What follows belongs to an exercise in optimizing a design on an open flow for small area, a short achievable clock period and few clock cycles; a production flow would make more cautious choices.
Function was checked by simulation only, so behaviour that the tests miss may differ from the original.
Power and IR drop assume default switching activity.

## nlm_sorter
module nlm_sorter (
    input  wire               clk,
    input  wire               rst,
    output wire               ready,
    input  wire               wr_en,
    input  wire [4:0]         wr_idx,
    input  wire [15:0]        wr_vcap,
    input  wire               wr_svc,
    input  wire               start,
    input  wire signed [23:0] v_arm,
    input  wire signed [15:0] i_p,
    input  wire [14:0]        i_dead,
    input  wire [15:0]        band,
    input  wire               full_bridge,
    output reg                done,
    output reg  [31:0]        mask,      
    output reg  [5:0]         n_out,
    output reg                neg,
    output reg                dir
);
Size in the first run: ~7300 cells after synthesis, about 1700 flip-flops, ~140 I/O pins.
Settings: LEC_CHECK=0, CAP_MARGIN=40, CORE_MARGIN=2, CORE_UTILIZATION=25, PLACE_DENSITY=0.35, SLEW_MARGIN=40; clock period 12.0 ns.
run.sh (not shown) runs the stock make flow with config.mk's settings and CLKGATE_MAP_FILE= SYNTH_SCRIPT=/design/flow/synth_recipe.tcl, a recipe that flattens the netlist after the stock synthesis.
Testbench counts at the start, summed over its fixed seeds: cycles 12,928.
Then changed:
- CAP_MARGIN: 40 -> 20
- CORE_UTILIZATION: 25 -> 50
- PLACE_DENSITY: 0.35 -> 0.65
- SLEW_MARGIN: 40 -> 20
=> The changed run produced a clean layout; critical path depth does not change; routed wire length falls by about 20%; sequential power stays flat; worst hold slack gets better by 21 ps; register-to-register slack is worse by 220 ps; die area came out lower by 50%; count of clock-buffer cells in the layout went down by 43.

* * *

## old
Another version of the RTL of nlm_sorter (not shown whole).
Size in the first run: ~6000 cells after synthesis, about 140 I/O pins.
==> flow/config.mk <==
export PLATFORM = sky130hd
export DESIGN_NAME = nlm_sorter
export DESIGN_NICKNAME = nlm_sorter
export VERILOG_FILES = /design/flow/design.v
export SDC_FILE = /design/flow/constraint.sdc
export NUM_CORES = 4
export LEC_CHECK = 0
export CAP_MARGIN = 10
export CORE_MARGIN = 2
export CORE_UTILIZATION = 25
export CTS_CLUSTER_DIAMETER = 80
export CTS_CLUSTER_SIZE = 20
export PLACE_DENSITY = 0.35
export SLEW_MARGIN = 10
==> flow/constraint.sdc <==
create_clock -name core_clock -period 12.0 [get_ports {clk}]
set_input_delay 2.4000 -clock core_clock [delete_from_list [all_inputs] [get_ports {clk}]]
set_output_delay 2.4000 -clock core_clock [all_outputs]
set_load 0.01 [all_outputs]
old finished every stage and its layout cleared the timing, design-rule and antenna checks.
Testbench counts of old, summed over its fixed seeds: cycles 12,928.
For new, these inputs were changed with respect to old:
- SLEW_MARGIN now 20, was 10
- CAP_MARGIN now 20, was 10
Findings:
Delta (new minus old): number of clock-tree buffers in the layout fell by 6.1%; length of routed met2 wiring rose by about 0.8%; total CTS buffers fell by about 1.7%; post-route minimum period stayed essentially flat.
Number of global-route vias before repair: new vs old — no meaningful difference
From old to new the numbers moved as follows: power dissipated by switching net loads now sits lower; global-route usage now sits at about the same level.

* * *

## the reference run
Another version of the RTL of nlm_sorter (not shown whole).
For scale: ~6000 cells after synthesis, ~1600 flip-flops, about 140 I/O pins, ~0.064 mm2 of cells after synthesis.
// nlm_sorter
module nlm_sorter (
    input  wire               clk,
    input  wire               rst,
    output wire               ready,
    input  wire               wr_en,
    input  wire [4:0]         wr_idx,
    input  wire [15:0]        wr_vcap,
    input  wire               wr_svc,
    input  wire               start,
    input  wire signed [23:0] v_arm,
    input  wire signed [15:0] i_p,
    input  wire [14:0]        i_dead,
    input  wire [15:0]        band,
    input  wire               full_bridge,
    output reg                done,
    output reg  [31:0]        mask,      
    output reg  [5:0]         n_out,
    output reg                neg,
    output reg                dir
);
Settings: LEC_CHECK=0, CAP_MARGIN=40, CORE_MARGIN=2, CORE_UTILIZATION=25, CTS_CLUSTER_DIAMETER=100, CTS_CLUSTER_SIZE=30, PLACE_DENSITY=0.35, SLEW_MARGIN=40; clock period 12.0 ns.
The reference run was carried through to the last stage, and its layout satisfied the timing, design-rule and antenna checks.
Testbench counts of the reference run, summed over its fixed seeds: cycles 12,928.
Input-level comparison between the trial run and the reference run:
# the reference run
export LEC_CHECK = 0
export CAP_MARGIN = 40
export CORE_MARGIN = 2
export CORE_UTILIZATION = 25
export CTS_CLUSTER_DIAMETER = 100
export CTS_CLUSTER_SIZE = 30
export PLACE_DENSITY = 0.35
export SLEW_MARGIN = 40
create_clock -name core_clock -period 12.0 [get_ports {clk}]
# the trial run
export LEC_CHECK = 0
export CAP_MARGIN = 40
export CORE_MARGIN = 2
export CORE_UTILIZATION = 25
export PLACE_DENSITY = 0.35
export SLEW_MARGIN = 40
create_clock -name core_clock -period 12.0 [get_ports {clk}]
## What came out
Buffering stage count on the worst path with inverters included came out exactly the same in the reference run and the trial run.
Final critical delay including setup and external delays | the trial run below the reference run
Re clock-buffer cell count: the reference run was lower than the trial run.
Taking the reference run as the reference point, the met2 wire length of the trial run rises by about 0.8%.
Row met3 capacity usage during global routing: the trial run higher / the reference run lower

* * *

nlm_sorter, a different RTL version from the one above (not shown whole).
Size: about 6000 cells after synthesis, about 140 I/O pins, roughly 63000 µm² of cells after synthesis.
==> flow/config.mk <==
export PLATFORM = sky130hd
export DESIGN_NAME = nlm_sorter
export DESIGN_NICKNAME = nlm_sorter
export VERILOG_FILES = /design/flow/design.v
export SDC_FILE = /design/flow/constraint.sdc
export NUM_CORES = 4
export LEC_CHECK = 0
export CAP_MARGIN = 20
export CORE_MARGIN = 2
export CORE_UTILIZATION = 25
export CTS_CLUSTER_DIAMETER = 90
export CTS_CLUSTER_SIZE = 24
export PLACE_DENSITY = 0.35
export SLEW_MARGIN = 20
==> flow/constraint.sdc <==
create_clock -name core_clock -period 12.0 [get_ports {clk}]
set_input_delay 2.4000 -clock core_clock [delete_from_list [all_inputs] [get_ports {clk}]]
set_output_delay 2.4000 -clock core_clock [all_outputs]
set_load 0.01 [all_outputs]
Testbench counts at the start, summed over its fixed seeds: cycles 12,928.
Edit:
--- a/flow/config.mk
+++ b/flow/config.mk
@@ -11,2 +11,2 @@
-export CTS_CLUSTER_DIAMETER = 90
-export CTS_CLUSTER_SIZE = 24
+export CTS_CLUSTER_DIAMETER = 80
+export CTS_CLUSTER_SIZE = 20
Design area climbs by 0.64%. Routed wire length is about the same. Synthesized cell count stays the same. Final cell count stays flat. Register-to-register slack gets better by 0.03 ns. Combinational power hardly moves. Setup slack improved by 0.032 ns.

-- what the ideal ports hide --
Ports are ideal in the flow. The routed layouts listed here were re-timed in OpenROAD. Step 1, drivers: a clkbuf_16 drives clk and a buf_2 each remaining input, both assumed. Step 2 times the ports against the registers' clock, not the clock port: input delays grow and output delays shrink by t, the midpoint of the rising clock arrivals with the driver on. a / b / c = ideal ports / drivers / drivers and shift; a / b = the first two.
run	t (ns)	setup slack, ns	worst register clock-pin slew, ns
the first run of note 1	0.929	6.881 / 6.881 / 6.881	0.07 / 0.07
the second run of note 1	0.875	6.665 / 6.665 / 6.665	0.07 / 0.07
old	0.838	6.334 / 6.334 / 6.334	0.09 / 0.09
new	0.837	6.331 / 6.331 / 6.331	0.09 / 0.09
the reference run	0.841	6.092 / 6.092 / 6.092	0.12 / 0.12
the trial run	0.895	6.114 / 6.114 / 6.114	0.07 / 0.07
the first run of note 4	0.853	7.514 / 7.473 / 7.317	0.10 / 0.10
the second run of note 4	0.869	7.546 / 7.473 / 7.302	0.09 / 0.09
After both steps every run listed still meets setup and hold. For the second run of note 4, which loses most, drivers alone change the setup slack by -0.073 ns; drivers and shift together by -0.244 ns.
